From an optimization exercise on the open Yosys and OpenROAD flow, aimed at small area, a short achievable clock period and few clock cycles per item; shortcuts taken in it are not production practice.
Function was checked by simulation only, so behaviour that the tests miss may differ from the original.

==> flow/design.v <==
module ashlar_encode (
    input  wire [127:0] data,
    output wire [31:0]  check
);
    function [7:0] xtime(input [7:0] x);
        xtime = {x[6:0], 1'b0} ^ (x[7] ? 8'h1D : 8'h00);
    endfunction
    function [7:0] mul_apow(input [7:0] x, input integer k);
        integer n;
        begin
            mul_apow = x;
            for (n = 0; n < k; n = n + 1)
                mul_apow = xtime(mul_apow);
        end
    endfunction
    function [7:0] gf_mul(input [7:0] a, input [7:0] b);
        integer n;
        reg [7:0] p, t;
        begin
            p = 8'h00;
            t = a;
            for (n = 0; n < 8; n = n + 1) begin
                if (b[n]) p = p ^ t;
                t = xtime(t);
            end
            gf_mul = p;
        end
    endfunction
    localparam [7:0] INV_ALPHA_PLUS_1 = 8'hF4;    
    genvar j;
    generate
        for (j = 0; j < 2; j = j + 1) begin : g_cw
            reg [7:0] a, b, s8, s9;
            integer i;
            always @(*) begin
                a = 8'h00;
                b = 8'h00;
                for (i = 0; i < 8; i = i + 1) begin
                    b = b ^ data[16*i + 8*j +: 8];
                    a = a ^ mul_apow(data[16*i + 8*j +: 8], 9 - i);
                end
                s8 = gf_mul(a ^ b, INV_ALPHA_PLUS_1);
                s9 = b ^ s8;
            end
            assign check[8*j +: 8]      = s8;
            assign check[16 + 8*j +: 8] = s9;
        end
    endgenerate
endmodule
module ashlar_syndrome (
    input  wire [159:0] word,
    output wire [31:0]  synd
);
    function [7:0] xtime(input [7:0] x);
        xtime = {x[6:0], 1'b0} ^ (x[7] ? 8'h1D : 8'h00);
    endfunction
    function [7:0] mul_apow(input [7:0] x, input integer k);
        integer n;
        begin
            mul_apow = x;
            for (n = 0; n < k; n = n + 1)
                mul_apow = xtime(mul_apow);
        end
    endfunction
    genvar j;
    generate
        for (j = 0; j < 2; j = j + 1) begin : g_cw
            reg [7:0] s0, s1;
            integer i;
            always @(*) begin
                s0 = 8'h00;
                s1 = 8'h00;
                for (i = 0; i < 10; i = i + 1) begin
                    s0 = s0 ^ word[16*i + 8*j +: 8];
                    s1 = s1 ^ mul_apow(word[16*i + 8*j +: 8], 9 - i);
                end
            end
            assign synd[16*j +: 8]     = s0;
            assign synd[16*j + 8 +: 8] = s1;
        end
    endgenerate
endmodule
module ashlar_delta (
    input  wire [7:0] s0,
    input  wire [7:0] s1,
    output wire [7:0] d8,
    output wire [7:0] d9
);
    function [7:0] xtime(input [7:0] x);
        xtime = {x[6:0], 1'b0} ^ (x[7] ? 8'h1D : 8'h00);
    endfunction
    function [7:0] gf_mul(input [7:0] a, input [7:0] b);
        integer n;
        reg [7:0] p, t;
        begin
            p = 8'h00;
            t = a;
            for (n = 0; n < 8; n = n + 1) begin
                if (b[n]) p = p ^ t;
                t = xtime(t);
            end
            gf_mul = p;
        end
    endfunction
    assign d8 = gf_mul(s0 ^ s1, 8'hF4);
    assign d9 = s0 ^ d8;
endmodule
module ashlar_locate (
    input  wire [7:0] s0,
    input  wire [7:0] s1,
    output reg  [9:0] hit
);
    function [7:0] xtime(input [7:0] x);
        xtime = {x[6:0], 1'b0} ^ (x[7] ? 8'h1D : 8'h00);
    endfunction
    reg [7:0] prod;
    integer k;
    always @(*) begin
        prod = s0;
        for (k = 0; k < 10; k = k + 1) begin
            hit[9 - k] = (s1 == prod);
            prod = xtime(prod);
        end
    end
endmodule
module ashlar_inc32 (
    input  wire [31:0] x,
    input  wire        en,
    output reg  [31:0] y,
    output wire        all_ones
);
    reg [3:0] blk;         
    reg [4:0] pre;         
    reg       c;
    integer b, k;
    always @(*) begin
        for (b = 0; b < 4; b = b + 1)
            blk[b] = &x[8*b +: 8];
        pre[0] = 1'b1;
        for (b = 0; b < 4; b = b + 1)
            pre[b + 1] = pre[b] & blk[b];
        for (b = 0; b < 4; b = b + 1) begin
            c = en & pre[b];
            for (k = 0; k < 8; k = k + 1) begin
                y[8*b + k] = x[8*b + k] ^ c;
                c = c & x[8*b + k];
            end
        end
    end
    assign all_ones = pre[4];
endmodule
module ashlar_ctl (
    input  wire         clk,
    input  wire         rst,
    input  wire         in_valid,
    output wire         in_ready,
    input  wire [1:0]   in_op,         
    input  wire [159:0] in_word,
    input  wire [127:0] in_wdata,
    input  wire [15:0]  in_wmask,
    output wire         out_valid,
    output wire [1:0]   out_outcome,   
    output wire [3:0]   out_column,
    output wire [31:0]  out_synd,
    output wire [127:0] out_data,
    output wire [31:0]  out_check,
    input  wire         erase_en,
    input  wire         clr_counts,
    input  wire         clr_erase,
    output wire         erased,
    output wire [3:0]   erased_col,
    input  wire [3:0]   csr_sel,
    output reg  [31:0]  csr_rdata
);
    localparam [1:0] OP_ENCODE = 2'd1, OP_MERGE = 2'd2;
    localparam [1:0] OC_CLEAN = 2'd0, OC_CORRECTED = 2'd1, OC_UNCORR = 2'd2, OC_POISON = 2'd3;
    localparam [31:0] POISON_XOR = 32'h0303_0101;
    integer i;
    wire is_enc   = (in_op == OP_ENCODE);
    wire is_merge = (in_op == OP_MERGE);
    wire [31:0] synd_in;
    ashlar_syndrome u_synd (.word(in_word), .synd(synd_in));
    reg [15:0]  sel_in;    
    reg [127:0] merged;
    always @(*) begin
        for (i = 0; i < 16; i = i + 1) begin
            sel_in[i] = is_enc || (is_merge && in_wmask[i]);
            merged[8*i +: 8] = sel_in[i] ? in_wdata[8*i +: 8] : in_word[8*i +: 8];
        end
    end
    wire [9:0] hit0_in, hit1_in;
    ashlar_locate u_loc0 (.s0(synd_in[7:0]),   .s1(synd_in[15:8]),  .hit(hit0_in));
    ashlar_locate u_loc1 (.s0(synd_in[23:16]), .s1(synd_in[31:24]), .hit(hit1_in));
    reg         v2;
    reg [31:0]  synd;
    reg [127:0] mdata;
    reg [15:0]  keep;      
    reg [9:0]   pz0, pz1;
    reg         cz0, cz1, poison;
    reg         cd;        
    wire        hold1 = v2 && !cd && !in_valid;
    always @(posedge clk) begin
        if (rst) begin
            v2 <= 1'b0;
            cd <= 1'b0;
        end else if (hold1) begin
            cd <= 1'b1;
        end else begin
            v2 <= in_valid && in_ready;
            cd <= 1'b0;
        end
        if (!hold1) begin
            synd   <= is_enc ? 32'd0 : synd_in;
            mdata  <= merged;
            keep   <= ~sel_in;
            pz0    <= (is_enc || synd_in[7:0] == 8'h00)   ? 10'd0 : hit0_in;
            pz1    <= (is_enc || synd_in[23:16] == 8'h00) ? 10'd0 : hit1_in;
            cz0    <= is_enc || synd_in[15:0] == 16'h0000;
            cz1    <= is_enc || synd_in[31:16] == 16'h0000;
            poison <= !is_enc && synd_in == 32'h0102_0102;
        end
    end
    wire [31:0] menc;
    ashlar_encode u_enc (.data(mdata), .check(menc));
    wire [7:0] s00 = synd[7:0],   s10 = synd[15:8];
    wire [7:0] s01 = synd[23:16], s11 = synd[31:24];
    reg        mark;
    reg [3:0]  mark_col;
    reg        mark_p;     
    reg [3:0]  mark_col_p;
    wire       mark_u     = cd ? mark_p : mark;
    wire [3:0] mark_col_u = cd ? mark_col_p : mark_col;
    always @(posedge clk) begin
        mark_p     <= mark_u;
        mark_col_p <= mark_col_u;
    end
    reg [9:0] allow;
    always @(*) begin
        for (i = 0; i < 10; i = i + 1)
            allow[i] = !mark_u || (mark_col_u == i);
    end
    wire clean0 = cz0;
    wire clean1 = cz1;
    wire [9:0] p0 = pz0 & allow;      
    wire [9:0] p1 = pz1 & allow;
    wire is_poison  = poison;
    wire clean_both = clean0 && clean1;
    wire [9:0] coh = (p0 & p1) | (clean0 ? p1 : 10'd0) | (clean1 ? p0 : 10'd0);
    wire corrected = |coh;
    wire uncorr    = !is_poison && !clean_both && !corrected;
    wire bad       = is_poison || uncorr;
    reg [3:0] column;
    always @(*) begin
        column = 4'd0;
        for (i = 0; i < 10; i = i + 1)
            if (coh[i]) column = column | i[3:0];
    end
    reg [15:0]  fixb;      
    reg [127:0] result;
    always @(*) begin
        for (i = 0; i < 16; i = i + 1) begin
            fixb[i] = keep[i] & coh[i/2] & ((i % 2) ? p1[i/2] : p0[i/2]);
            result[8*i +: 8] = mdata[8*i +: 8] ^ (fixb[i] ? ((i % 2) ? s01 : s00) : 8'h00);
        end
    end
    wire [7:0] d80, d90, d81, d91;
    ashlar_delta u_dl0 (.s0(s00), .s1(s10), .d8(d80), .d9(d90));
    ashlar_delta u_dl1 (.s0(s01), .s1(s11), .d8(d81), .d9(d91));
    wire fixk0 = |(fixb & 16'h5555);
    wire fixk1 = |(fixb & 16'hAAAA);
    assign out_outcome = is_poison ? OC_POISON : clean_both ? OC_CLEAN
                        : corrected ? OC_CORRECTED : OC_UNCORR;
    assign out_check   = menc
                        ^ {fixk1 ? d91 : 8'h00, fixk0 ? d90 : 8'h00,
                           fixk1 ? d81 : 8'h00, fixk0 ? d80 : 8'h00}
                        ^ (bad ? POISON_XOR : 32'd0);
    assign out_valid   = v2 && (cd || in_valid);
    assign out_column  = column;
    assign out_synd    = synd;
    assign out_data    = result;
    reg  [31:0] ce_count, ue_count;
    reg  [31:0] col_ce [0:9];
    reg  [31:0] tq;        
    wire ce_inc = v2 && !cd && corrected;
    wire ue_inc = v2 && !cd && uncorr;
    wire [31:0] ce_nx, ue_nx, tq_nx;
    wire        ce_ones, ue_ones, tq_ones;
    ashlar_inc32 u_ce (.x(ce_count), .en(ce_inc), .y(ce_nx), .all_ones(ce_ones));
    ashlar_inc32 u_ue (.x(ue_count), .en(ue_inc), .y(ue_nx), .all_ones(ue_ones));
    ashlar_inc32 u_tq (.x(tq), .en(ce_inc && ce_count[1:0] != 2'd2), .y(tq_nx), .all_ones(tq_ones));
    reg        nq;         
    reg        fv;         
    reg  [9:0] fa, fb;
    reg  [3:0] sidx;       
    reg  een;
    always @(posedge clk)
        een <= erase_en;
    wire ce_hi = &ce_count[31:3];
    wire slow  = een && !mark && (!nq || ce_hi);
    wire scan  = slow && !fv && !v2;
    assign in_ready = !slow || (fv && !v2);
    reg  [9:0]  pick;      
    reg  [31:0] cnt;
    always @(*) begin
        for (i = 0; i < 10; i = i + 1)
            pick[i] = scan ? (sidx == i) : coh[i];
        cnt = 32'd0;
        for (i = 0; i < 10; i = i + 1)
            cnt = cnt | (pick[i] ? col_ce[i] : 32'd0);
    end
    reg  [31:0] cnt_inc;
    reg  [32:0] cpre;
    integer k;
    always @(*) begin
        cpre[0] = 1'b1;
        for (k = 0; k < 32; k = k + 1)
            cpre[k + 1] = cpre[k] & cnt[k];
        for (k = 0; k < 32; k = k + 1)
            cnt_inc[k] = cnt[k] ^ (cpre[k] & !cpre[32]);
    end
    wire        cclr  = rst || clr_counts;
    wire [31:0] col_d = cnt_inc & {32{!cclr}};
    wire [9:0]  col_ld = {10{cclr}} | ({10{ce_inc}} & coh);
    wire c_gt  = (cnt > tq);
    wire c_eq  = (cnt == tq);
    wire c_ge64 = |cnt[31:6];
    wire c_ge63 = c_ge64 || (&cnt[5:0]);
    wire a_val = c_ge64 && (ce_ones || c_gt);
    wire b_val = c_ge63 && (ce_ones || c_gt || c_eq);
    reg  [9:0] qual;
    reg        mark_next;
    reg  [3:0] mark_col_next;
    always @(*) begin
        for (i = 0; i < 10; i = i + 1)
            qual[i] = fv ? (coh[i] ? fb[i] : fa[i]) : (coh[i] && b_val);
        mark_next     = mark;
        mark_col_next = mark_col;
        if (ce_inc && een && !mark) begin
            for (i = 9; i >= 0; i = i - 1) begin
                if (qual[i]) begin
                    mark_next     = 1'b1;
                    mark_col_next = i[3:0];
                end
            end
        end
    end
    always @(posedge clk) begin
        if (rst || clr_counts) begin
            ce_count <= 32'd0;
            ue_count <= 32'd0;
            tq       <= 32'd0;
        end else begin
            ce_count <= ce_nx;
            ue_count <= ue_nx;
            tq       <= (ce_inc && ce_ones) ? 32'd0 : tq_nx;
        end
        for (i = 0; i < 10; i = i + 1)
            if (col_ld[i])
                col_ce[i] <= col_d;
        if (rst || clr_erase) begin
            mark     <= 1'b0;
            mark_col <= 4'd0;
        end else begin
            mark     <= mark_next;
            mark_col <= mark_col_next;
        end
        if (rst || clr_counts) begin
            nq   <= 1'b1;
            fv   <= 1'b0;
            sidx <= 4'd0;
        end else if (ce_inc) begin
            nq   <= nq && !b_val && !ce_ones;
            fv   <= 1'b0;
            sidx <= 4'd0;
        end else if (scan) begin
            fa[sidx] <= a_val;
            fb[sidx] <= b_val;
            if (sidx == 4'd9) begin
                fv   <= 1'b1;
                nq   <= !(|fa[8:0]) && !a_val;
                sidx <= 4'd0;
            end else begin
                sidx <= sidx + 4'd1;
            end
        end
    end
    assign erased     = mark;
    assign erased_col = mark_col;
    always @(*) begin
        case (csr_sel)
            4'd0:  csr_rdata = ce_count;
            4'd1:  csr_rdata = ue_count;
            4'd2:  csr_rdata = col_ce[0];
            4'd3:  csr_rdata = col_ce[1];
            4'd4:  csr_rdata = col_ce[2];
            4'd5:  csr_rdata = col_ce[3];
            4'd6:  csr_rdata = col_ce[4];
            4'd7:  csr_rdata = col_ce[5];
            4'd8:  csr_rdata = col_ce[6];
            4'd9:  csr_rdata = col_ce[7];
            4'd10: csr_rdata = col_ce[8];
            4'd11: csr_rdata = col_ce[9];
            4'd12: csr_rdata = {27'd0, mark_col, mark};
            default: csr_rdata = 32'd0;
        endcase
    end
endmodule
==> flow/flow/run.sh <==
#!/bin/bash
set -e
export SETUP_SLACK_MARGIN=7
export BUFFER_PORTS_ARGS="-buffer_cell sky130_fd_sc_hd__buf_1"
bash standard.sh > standard.log 2>&1
==> flow/standard.sh <==
#!/bin/bash
# synth_recipe.tcl (not shown) runs the flow's synth.tcl, then flattens the netlist and writes it again
# the make line also repeats each setting of config.mk as NAME=value (left out here)
make -C /OpenROAD-flow-scripts/flow DESIGN_CONFIG=/design/flow/config.mk WORK_HOME=/design/flow/orfs CLKGATE_MAP_FILE= SYNTH_SCRIPT=/design/flow/synth_recipe.tcl "${@:-finish}"
==> flow/config.mk <==
export PLATFORM = sky130hd
export DESIGN_NAME = ashlar_ctl
export DESIGN_NICKNAME = ashlar_ctl
export VERILOG_FILES = /design/flow/design.v
export SDC_FILE = /design/flow/constraint.sdc
export NUM_CORES = 4
export LEC_CHECK = 0
export CAP_MARGIN = 20
export CORE_MARGIN = 2
export CORE_UTILIZATION = 55
export CTS_BUF_LIST = sky130_fd_sc_hd__clkbuf_16
export CTS_CLUSTER_DIAMETER = 80
export CTS_CLUSTER_SIZE = 20
export SLEW_MARGIN = 20
==> flow/constraint.sdc <==
create_clock -name core_clock -period 14.0 [get_ports {clk}]
set_input_delay 2.8000 -clock core_clock [delete_from_list [all_inputs] [get_ports {clk}]]
set_output_delay 2.8000 -clock core_clock [all_outputs]
set_load 0.01 [all_outputs]
==> reports/results.txt, run 1 <==
Syn Nets - 4552
Post-Route Setup TNS - 0 ns
Routed Antenna Nets - 0
max-cap viol count - 0
CTS tree - yes
Final WS setup - 6.842 ns
Yosys top cell area share - 0.3828
Sink Count - 654
Final Max Tran Viols - 0
gr usage total - 0.4172
DRC viols - 0
clock-pin slew on the worst setup and hold paths - 0.08 ns
Filler Cells Inserted - 6355
ranking of synthesized cells by area - edfxtp_1 38%, xnor2_1 19%, nand2_1 5.8%
row count - 101
Final GP Congestion - 0.9999
layout cell share with drive strength beyond 1 - 0.1214
Multi-input gate area - 0.02389 mm^2
final worst-path cycle share - 0.5113
setup slack, reg-to-reg - 7.08 ns
crit-path max FO - 15
asr flop ratio synth - 0
RSZ-0062 raised after global routing - true
DIE HEIGHT - 281.3 um
first-pass GRT wire length - 237300 um
CP Data Arrival Time - 4.36 ns
DRT Wirelength - 171500 um
syn avg cell area - 10.28 um^2
Post-Syn Area - 0.04228 mm^2
Slew HR - 0.1827
Register Area - 0.01850 mm^2
clock skew - 0.05450 ns
DR vias/cell - 6.293
wire per inst - 29.57 um
area grow syn2layout - 17.83%
Syn. warnings - 7
Netlist cell types - 93
initial core utilization - 0.5557
root buf cell - clkbuf_16
GRT overflow - 0
maximum clock rate - 0.1397 GHz
IO Pins - 553
pin count of the biggest net entering global routing - 80
Final Hold Viols - 0
initial DRC count - 4856
outcome - complete, no violations
slew at the pin closest to its max-slew limit - 1.217 ns
finished layout cell area - 0.04982 mm^2
hold slack - 0.4978 ns
Vias - 36500
synthesized flop and latch total - 654
Top FF cell, synth - edfxtp_1
Setup CP Type - input pin to output port
Startpoint Class - input pin
hpwl dp - 118100 um
Longest Clk Path Bufs - 3
vias in the first global route - 34370
Worst Hold Class - flop to flop
setup violators final - 0
pre-CTS worst setup slack - 5.148 ns
Critical Path RT - 11.20 ns
DIE WIDTH - 281.3 um
EDFF count, synth - 539
synthesized instance count - 4114
Seq/Total Area, Yosys - 0.4373
# hold bufs at CTS - 0
H-tree levels - 2
Final nets - 5165
clk latency of the worst-skew pair - 0.66 ns
crit path time final - 7.158 ns
total CTS buffers - 44
Worst setup EP type - output port
Port Buffers - 552
initial antenna violation count - 9
area leader, netlist - edfxtp_1
Core Area - 0.07608 mm^2
drt pass-1 iters - 8
placed cell areas - 0.04576 mm^2
die area - 0.07910 mm^2
cells by family after synthesis:
| kind of cell | Yosys count | share of synthesized area |
|---|---|---|
| and+or+nand+nor | 1265 | 0.1455 |
| xor gates and xnor gates | 1126 | 0.2333 |
| DFF | 654 | 0.4373 |
| AOI/OAI and AO/OA | 639 | 0.1134 |
| buffers and inverters | 287 | 0.02927 |
| adders and majority gates | 122 | 0.03611 |
| muxes | 21 | 0.005238 |
Yosys cell counts (9+ instances only):
master	instances
or3_1	9
nor4_2	16
o2111ai_1	10
nand4_1	77
nand4b_1	11
xor2_1	216
clkbuf_1	139
edfxtp_1	539
mux2i_1	12
nand3_1	69
or2_2	9
dfxtp_1	115
o21a_1	10
a22oi_1	45
clkinv_1	16
a221oi_1	89
inv_1	82
buf_6	12
o31ai_1	9
nand2b_1	14
a21o_1	19
a21oi_1	39
nor2b_1	15
nand2_1	650
and2_1	109
ha_1	122
buf_1	11
nor2_1	135
nor3_1	51
mux2_2	9
nor4_1	15
buf_2	16
o21ai_0	153
a22o_1	167
xnor2_1	910
and3_1	26
a31oi_1	14
stage by stage:
stage | utilization | cells
floorplan | - | 4114
global placement | 0.6013 | 5604
detailed placement | 0.6015 | 5604
CTS | 0.6381 | 5734
global route | 0.6548 | 5798
finish | 0.6548 | 5799
worst max-delay path, cell delays in order:
cell,delay (ns)
buf_12,0.08
nand2b_4,0.15
buf_4,0.13
nor2_4,0.04
buf_12,0.17
a222oi_1,0.32
a21boi_2,0.21
nand4_1,0.22
buf_2,0.23
final timing paths:
path | start | end | cells after the start
worst max-delay path | csr_sel[2] | csr_rdata[2] | 9
worst max register to register | ce_count[14]$_SDFF_PN0_ | mark_col[0]$_SDFFE_PP0P_ | 23
worst min-delay path | nq$_SDFFE_PN1P_ | nq$_SDFFE_PN1P_ | 2
worst min register to register | nq$_SDFFE_PN1P_ | nq$_SDFFE_PN1P_ | 2
layout by cell type (no fill, tap or decap), drive strengths merged, types with 11 or more instances in the layout:
cell	count
and3	27
and2	109
buf	742
a21oi	43
inv	110
mux2i	12
xor2	216
nand3	69
a21o	19
nand2b	14
nand4	80
ha	122
a221oi	90
clkbuf	53
nor2	136
clkinv	21
xnor2	910
o21ai	156
nor4	36
a22o	167
nor2b	15
nand4b	11
edfxtp	539
a31oi	15
a22oi	49
nand2	651
or2	17
dfxtp	115
nor3	54
registers in the layout, summed over array words and instances (netlist names):
name and flops:
sidx 4, cz0 1, een 1, fa 10, keep 16, fv 1, mark_p 1, fb 10
mark_col_p 4, synd 32, ue_count 32, col_ce 320, pz1 10, nq 1, ce_count 32, cd 1
mdata 128, tq 32, pz0 10, mark_col 4, cz1 1, mark 1, poison 1, v2 1
cell type report:
| class | count | area share |
|---|---|---|
| Multi-Input combinational cell | 3173 | 0.4795 |
| Sequential cell | 654 | 0.3713 |
| Timing Repair Buffer | 755 | 0.08653 |
| Tap cell | 1030 | 0.02587 |
| Clock buffer | 44 | 0.02210 |
| Inverter | 99 | 0.007459 |
| Clock inverter | 38 | 0.006932 |
| Antenna cell | 6 | 0.0003014 |
repair_timing:
action	4_1_cts	5_1_grt
setup buffers	40	56
endpoints found under the setup margin	217	105
pin swaps	31	54
resized for setup	172	135
cloned	8	3
routing by layer:
metal	GRT usage	vias up	wire length, um
li1	-	15770	-
met5	0	-	108
met2	0.6483	2565	77100
met3	0.1017	609	20210
met4	0.2235	6	10640
met1	0.5379	17550	63430
Testbench counts, summed over its fixed seeds: cycles 24,016, items 24,000.
==> inputs of run 2 (changes only) <==
==> flow/flow/run.sh (replaced) <==
#!/bin/bash
set -e
export SETUP_SLACK_MARGIN=6.75
export BUFFER_PORTS_ARGS="-buffer_cell sky130_fd_sc_hd__buf_1"
bash standard.sh > standard.log 2>&1
==> reports/results.txt, run 2 <==
EDFF count, synth - 539 (unchanged)
final worst-path cycle share - 0.5206 (+0.009282)
Top reg by flops - col_ce
clk latency of the worst-skew pair - 0.65 ns (about the same)
Critical Path RT - 11.20 ns (about the same)
crit path time final - 7.288 ns (+0.1300 ns)
maximum clock rate - 0.1372 GHz (-1.8%)
slew at the pin closest to its max-slew limit - 1.163 ns (-0.05371 ns)
layout cell share with drive strength beyond 1 - 0.07602 (-0.04533)
DIE HEIGHT - 281.3 um (unchanged)
outcome - complete, no violations
count leader, synth - xnor2_1
initial DRC count - 4705 (-3.1%)
Finished Layout Cells - 5721 (-1.3%)
max FFs per register - 320 (unchanged)
most frequent cells in the layout - 891 x xnor2_1, 644 x nand2_1, 545 x buf_1, 539 x edfxtp_1, 213 x xor2_1
RSZ-0062 raised after global routing - true
GRT overflow - 0 (unchanged)
CP Data Arrival Time - 4.49 ns (+0.13 ns)
row count - 101 (unchanged)
DIE WIDTH - 281.3 um (unchanged)
vias in the first global route - 34050 (-0.94%)
syn avg cell area - 10.28 um^2 (unchanged)
Setup CP Type - input pin to output port
Post-Syn Area - 0.04228 mm^2 (unchanged)
DRT Wirelength - 164500 um (-4.1%)
Final Max Tran Viols - 0 (unchanged)
crit-path max FO - 20 (+5)
Sink Count - 654 (unchanged)
die area - 0.07910 mm^2 (unchanged)
area grow syn2layout - 13.26%
Final Hold Viols - 0 (unchanged)
Top FF cell, synth - edfxtp_1
root buf cell - clkbuf_16
Final GP Congestion - 1.019 (+1.9%)
asr flop ratio synth - 0 (unchanged)
H-tree levels - 2 (unchanged)
clock-pin slew on the worst setup and hold paths - 0.08 ns (about the same)
total CTS buffers - 45 (+2.3%)
Final nets - 5085 (-1.5%)
Seq/Total Area, Yosys - 0.4373 (unchanged)
Largest regs - col_ce x320, mdata x128
placed cells - 5609 (+0.089%)
DR vias/cell - 6.233 (-0.96%)
hpwl dp - 119200 um (+0.91%)
Netlist cell types - 93 (unchanged)
gr usage total - 0.4048 (-0.01233)
max-cap viol count - 0 (unchanged)
clock skew - 0.05524 ns (+0.0007347 ns)
setup violators final - 0 (unchanged)
Startpoint Class - input pin
area leader, netlist - edfxtp_1
first-pass GRT wire length - 231600 um (-2.4%)
synthesized flop and latch total - 654 (unchanged)
pin count of the biggest net entering global routing - 165 (+110%)
Worst Hold Class - flop to flop
IO Pins - 553 (unchanged)
Post-Route Setup TNS - 0 ns (unchanged)
top cells by count, synth - 910 x xnor2_1, 650 x nand2_1, 539 x edfxtp_1, 216 x xor2_1, 167 x a22o_1
Core Area - 0.07608 mm^2 (unchanged)
wire per inst - 28.75 um (-2.8%)
Port Buffers - 552 (unchanged)
Vias - 35660 (-2.3%)
Syn. warnings - 7 (unchanged)
CTS tree - yes
commonest non-fill, non-tap cell in the layout - xnor2_1
ranking of synthesized cells by area - edfxtp_1 38%, xnor2_1 19%, nand2_1 5.8%
DRC viols - 0 (unchanged)
synthesized instance count - 4114 (unchanged)
initial core utilization - 0.5557 (unchanged)
initial antenna violation count - 9 (unchanged)
Yosys top cell area share - 0.3828 (unchanged)
Longest Clk Path Bufs - 3 (unchanged)
Routed Antenna Nets - 0 (unchanged)
Syn Nets - 4552 (unchanged)
Slew HR - 0.2176 (+0.03490)
drt pass-1 iters - 9 (+1)
Worst setup EP type - output port
[run 2: cell types whose count changed in the layout (fill, tap and decap cells not counted), moves of 27 or more]
cell / before / now
buf_1: 518 / 545
xnor2_2: 52 / 17
buf_4: 156 / 110
a221oi_2: 59 / 4
xnor2_1: 855 / 891
a221oi_1: 30 / 86
[run 2: final timing paths]
| check | from | to | slack, ns | cells past startpoint |
|---|---|---|---|---|
| max | csr_sel[1] | csr_rdata[2] | 6.71 | 8 |
| min | nq$_SDFFE_PN1P_ | nq$_SDFFE_PN1P_ | 0.51 | 2 |
| max reg2reg | ce_count[16]$_SDFF_PN0_ | col_ce[1][10]$_DFFE_PP_ | 6.86 | 16 |
| min reg2reg | nq$_SDFFE_PN1P_ | nq$_SDFFE_PN1P_ | 0.51 | 2 |
[run 2: through the flow]
step / util / setup slack (ns) / hold WS, ns / cell area, um^2
6_report: 0.6295 / 6.712 / 0.5079 / 47890
5_1_grt: 0.6294 / 6.685 / 0.5218 / 47880
4_1_cts: 0.6247 / 6.743 / 0.5117 / 47530
3_5_place_dp: 0.6021 / 5.385 / 0.4996 / 45800
3_3_place_gp: 0.6020 / 5.406 / 0.4935 / 45800
2_1_floorplan: - / 6.814 / 0.4574 / 42280
[run 2: cells by family after synthesis]
family	count (synthesis)	share of synthesized area
AND/OR/NAND/NOR	1265	0.1455
adder cells (fa/ha/maj)	122	0.03611
AO/OA/AOI/OAI	639	0.1134
flip-flops	654	0.4373
multiplexers	21	0.005238
XOR/XNOR	1126	0.2333
buffers and inverters	287	0.02927
[run 2: repair_timing]
action                     CTS  global route
gates cloned                 0             1
hold buffers                 0             0
resized for setup           56            49
pin swaps                   13             7
setup buffers               12             8
setup endpoints to repair   78            85
[run 2: area by class of cell]
class	instances	area, um^2
multi-input combinational	3173	23150
inverter	99	371.6
sequential	654	18490
tap	1030	1289
fill	6633	28190
antenna	8	20.02
clock buffer	45	1126
timing repair buffer	674	3123
clock inverter	38	315.3
[run 2: worst max-delay path, cell delays in order]
cell and delay (ns):
buf_6 0.14, nand2b_4 0.19, nor2_4 0.05, buf_6 0.19, a222oi_1 0.30, a21boi_2 0.22, nand4_1 0.30, buf_2 0.27
[run 2: layer usage]
| metal | GRT usage | routed length (um) | share of wire |
|---|---|---|---|
| met1 | 0.5287 | 62460 | 0.38 |
| met2 | 0.6308 | 73830 | 0.45 |
| met3 | 0.08862 | 17930 | 0.11 |
| met4 | 0.2129 | 10270 | 0.062 |
| met5 | 0 | 0 | 0 |

## re-timing with driven ports
How much do the figures lean on ideal ports? The routed layouts below were timed once more, with nothing changed but the port constraints.
Step 1 (the two cells are an assumption about what drives the block):
set clk [get_ports {clk}]
set_driving_cell -lib_cell sky130_fd_sc_hd__clkbuf_16 $clk
set_driving_cell -lib_cell sky130_fd_sc_hd__buf_2 [delete_from_list [all_inputs] $clk]
Step 2 moves the port delays by t, midway between the first and last clock arrival at a register: inputs arrive t later, outputs are due t later. That takes back most of the time a late clock gives input paths.
Slacks: ideal / step 1 / step 2; pairs: ideal / step 1.
run | t, ns | setup WS [ns] | clock arrival spread, ns | cell pins on the clock port's net
run 1 | 0.701 | 6.842 / 6.774 / 6.774 | 0.060 / 0.060 | 1
run 2 | 0.696 | 6.712 / 6.650 / 6.650 | 0.055 / 0.055 | 1
After both steps every run listed still meets setup and hold. For run 1, which loses most, drivers alone change the setup slack by -0.068 ns; drivers and shift together by -0.068 ns.
